What follows belongs to an exercise in optimizing a design on an open flow for small area and a short achievable clock period; a production flow would make more cautious choices. The RTL was checked by simulation tests, not by an equivalence proof against the original design. Power and IR drop assume default switching activity.

== build 79 ==
==> flow/design.v (excerpt) <==
module drain_convert (
    input  wire         clk,
    input  wire         rst,
    input  wire         in_valid,
    input  wire [31:0]  in_acc,
    input  wire         in_acc_int,
    input  wire [3:0]   in_ofmt,
    input  wire         in_sat,
    input  wire         in_mask,
    input  wire [127:0] in_cb,
    output reg          out_valid,
    output reg  [31:0]  out_data,
    output reg          out_sat,
    output reg          out_nan
);
For scale: about 280 flip-flops, roughly 210 I/O pins, about 0.020 sq mm of cells after synthesis.
Settings: LEC_CHECK=0, ABC_AREA=1, CAP_MARGIN=20, CORE_MARGIN=2, CORE_UTILIZATION=55, CTS_CLUSTER_DIAMETER=150, CTS_CLUSTER_SIZE=25, PLACE_DENSITY=0.7, SLEW_MARGIN=75; clock period 20.0 ns.
standard.sh (not shown) runs the stock make flow with config.mk's settings and CLKGATE_MAP_FILE= SYNTH_SCRIPT=/design/flow/synth_recipe.tcl, a recipe that flattens the netlist after the stock synthesis.
==> flow/flow/run.sh <==
#!/bin/bash
# The standard layout, with each port buffered by the smallest buffer cell
# instead of the default choice.
set -euo pipefail
export BUFFER_PORTS_ARGS="-buffer_cell sky130_fd_sc_hd__buf_1"
bash standard.sh finish > standard_flow.log 2>&1
Having completed the whole flow, build 79 delivered a layout that passed the timing, design-rule and antenna checks.
> inputs changed (build 79 -> build 4)
Settings: SLEW_MARGIN: 75 -> 50.
Results
Relative to build 79, the leakage dissipation measured on build 4 has decreased by a few percent.
Compared build 4 vs build 79, and cell area is down in build 4.
Routed wire in build 4 totals less than in build 79.
Measured against each other, build 79 and build 4 differ in relative contribution of sequential cells to total power, the higher figure coming from build 4.
Across both runs, post-layout utilization of the core was lower for build 4 than for build 79.
On fraction of area in registers, the lower figure sits with build 79, not build 4.
Total power after layout in build 4 vs build 79: down 1.9%
In the flow results for build 79 and build 4, the combinational fraction of design power is smaller on build 4.
The source-to-sink clock delay at the later pin of the worst-skew pair of build 4 and that of build 79 are within noise of each other.
On highest attainable clock frequency, the lower figure sits with build 4, not build 79.

try-nickel:
Another version of the RTL of drain_convert (not shown whole).
For scale: about 3300 cells after synthesis, about 280 flip-flops, about 210 I/O pins.
==> flow/config.mk <==
export PLATFORM = sky130hd
export DESIGN_NAME = drain_convert
export DESIGN_NICKNAME = drain_convert
export VERILOG_FILES = /design/flow/design.v
export SDC_FILE = /design/flow/constraint.sdc
export NUM_CORES = 4
export LEC_CHECK = 0
export ABC_AREA = 1
export CAP_MARGIN = 50
export CORE_MARGIN = 2
export CORE_UTILIZATION = 55
export PLACE_DENSITY = 0.7
export SLEW_MARGIN = 50
==> flow/constraint.sdc <==
create_clock -name core_clock -period 20.0 [get_ports {clk}]
set_input_delay 4.0000 -clock core_clock [delete_from_list [all_inputs] [get_ports {clk}]]
set_output_delay 4.0000 -clock core_clock [all_outputs]
set_load 0.01 [all_outputs]
Scripts as last shown in full above: flow/flow/run.sh
try-nickel completed end to end with timing, DRC and antenna clean.
The following lists how try-zinc was set up differently from try-nickel:
Settings: CTS_CLUSTER_SIZE newly set to 30; CTS_CLUSTER_DIAMETER newly set to 150.
### Flow results
- Between try-nickel and try-zinc, insertion delay to the later sink of the worst-skew pair decreased.
- Comparing the two runs side by side, try-zinc comes out ahead of try-nickel on wire length of the first global-routing pass.
- Relative to try-nickel, total wire length after detailed routing decreased by 780 um in try-zinc.
- As far as register-to-register setup slack is concerned, try-nickel and try-zinc perform about the same.
- try-nickel has a lower via count normalized by instance count than try-zinc.
- Between try-zinc and try-nickel, the difference in met1 global-route usage is negligible.
- Against try-nickel as the reference, try-zinc delivers a lower ratio of total power to cell area.

drain_convert with an RTL version that a note above also has.
For scale: about 3200 cells after synthesis, ~280 flip-flops, ~210 I/O pins, about 0.020 mm2 of cells after synthesis.
Settings: LEC_CHECK=0, ABC_AREA=1, CAP_MARGIN=20, CORE_MARGIN=2, CORE_UTILIZATION=50, CTS_CLUSTER_DIAMETER=150, CTS_CLUSTER_SIZE=28, PLACE_DENSITY=0.7, SLEW_MARGIN=72; clock period 20.0 ns.
Scripts as last shown in full above: flow/flow/run.sh
Edit:
CAP_MARGIN = 75   (was 20)
CORE_UTILIZATION = 55   (was 50)
CTS_CLUSTER_DIAMETER = unset   (was 150)
CTS_CLUSTER_SIZE = unset   (was 28)
SLEW_MARGIN = 75   (was 72)
Outcome: The new run finished clean. Setup slack got worse by 0.056 ns. Clock-buffer cell count goes up by 24. Total power rose by 17%. Via count increases by 1.1%. Core utilization increases by 8.7 points. Cell area rises by 4.3%. Sequential share of layout area decreases by 1.0 points. Die area fell by 8.9%. Global-route usage increases by 2.1 points. Synthesized cell count is unchanged. Sequential power barely changes.

## run 1
Starting RTL as in the previous note.
export LEC_CHECK = 0
export ABC_AREA = 1
export CAP_MARGIN = 75
export CORE_MARGIN = 2
export CORE_UTILIZATION = 55
export CTS_CLUSTER_DIAMETER = 150
export CTS_CLUSTER_SIZE = 25
export PLACE_DENSITY = 0.7
export SLEW_MARGIN = 75
create_clock -name core_clock -period 20.0 [get_ports {clk}]
Scripts as last shown in full above: flow/flow/run.sh
Run 1: done, clean on timing, DRC and antenna
The inputs of run 2 differ from those of run 1 as listed below.
-- flow/config.mk --
<<< run 1, line 8
export ABC_AREA = 1
export CAP_MARGIN = 75
>>> run 2, line 8
export ABC_AREA = 0
export CAP_MARGIN = 20
<<< run 1, line 15
export SLEW_MARGIN = 75
>>> run 2, line 15
export SLEW_MARGIN = 60
Findings:
- Run 2 vs run 1 — overall die area rose 1.5%.
- Comparing run 1 and run 2, sequential cell power is lower on run 1.
- Comparing floorplan die height for run 1 and run 2, the bigger number came from run 2.
- Static leakage: run 2 vs run 1 down 23%
- Run 2 vs run 1: fraction of standard cell area in multi-input logic up in run 2
- In run 2 relative to run 1, via count had gone down by a few percent.
- Post-synthesis cell area came out higher on run 2 than on run 1.
- Against run 1, run 2 comes in 23% higher on mean area per synthesized cell.
- Diff run 1 and run 2: pin count of the biggest net entering global routing higher in run 2
- Run 2 vs run 1, number of global-route vias before repair went down by about 1.6%.
- Looking at final cell area excluding filler cells across both flows, run 2 is the weaker of the two, with run 1 ahead.
Changes in run 3 relative to run 2:
-- flow/config.mk --
<<< run 2, line 8
export ABC_AREA = 0
>>> run 3, line 8
export ABC_AREA = 1
<<< run 2, line 13
export CTS_CLUSTER_SIZE = 25
>>> run 3, line 13
export CTS_CLUSTER_SIZE = 28
<<< run 2, line 15
export SLEW_MARGIN = 60
>>> run 3, line 15
export SLEW_MARGIN = 68
Results
The share of cells above drive strength 1 of run 3 falls short of that of run 2 by 2.8 points.
Delta (run 3 minus run 2): clock network fraction of total power moved down, share of synthesized cell area in and, or, nand and nor gates rose by 20 points, count of antenna diodes in the layout moved up.
Run 3 against run 2: total detailed-routing wirelength moved down, distinct cell type count after synthesis now sits lower, worst path setup slack after routing higher, die area has decreased.
Detailed-placement wirelength estimate on run 3 is down relative to run 2.
| number of buffer cells added on primary ports | run 3 vs run 2 | ≈ equal |
Inputs modified between run 3 and run 4:
-- flow/config.mk --
<<< run 3, line 13
export CTS_CLUSTER_SIZE = 28
>>> run 4, line 13
export CTS_CLUSTER_SIZE = 25
<<< run 3, line 15
export SLEW_MARGIN = 68
>>> run 4, line 15
export SLEW_MARGIN = 60
Results
- Compared with run 3, run 4 shows a endpoint required time on the critical path that is 4370 ps higher.
- Smallest setup slack after layout: run 3 and run 4 compared, lower one is run 4
- The tightest hold margin of run 4 is higher than that of run 3.
- Run 4 and run 3 ended up with roughly the same detailed-route wire length on metal 1.

==> re-timing with driven ports <==
The flow's constraints put no driver on any port. The routed layouts listed below were extracted and timed again, unchanged, in two steps.
Step 1: set_driving_cell puts a clkbuf_16 on clk and a buf_2 on each other input, an assumption about the parent block.
Step 2, shift: input delay + t, output delay - t, t = (earliest + latest rising clock arrival at the registers) / 2. This alone moves slack from input paths to output paths.
Slacks: no drivers / after step 1 / after step 2; pairs: no drivers / after step 1.
run	shift t [ns]	slack for setup (ns)	clock arrival spread, ns	slew at the worst register clock pin (ns)
build 79	0.581	14.959 / 14.902 / 15.061	0.029 / 0.029	0.10 / 0.10
build 4	0.564	14.393 / 14.393 / 14.393	0.018 / 0.018	0.10 / 0.10
try-nickel	0.629	14.567 / 14.567 / 14.567	0.024 / 0.023	0.08 / 0.08
try-zinc	0.558	14.559 / 14.559 / 14.559	0.030 / 0.031	0.12 / 0.12
the first run of note 3	0.572	14.988 / 14.929 / 15.077	0.026 / 0.026	0.12 / 0.12
the second run of note 3	0.617	14.933 / 14.877 / 14.976	0.033 / 0.033	0.07 / 0.07
run 1	0.581	14.959 / 14.902 / 15.061	0.029 / 0.029	0.10 / 0.10
run 2	0.575	13.386 / 13.386 / 13.386	0.035 / 0.036	0.11 / 0.11
run 3	0.575	14.972 / 14.915 / 14.993	0.039 / 0.040	0.12 / 0.12
run 4	0.567	14.773 / 14.773 / 14.773	0.014 / 0.014	0.11 / 0.11
After both steps every run listed still meets setup and hold.
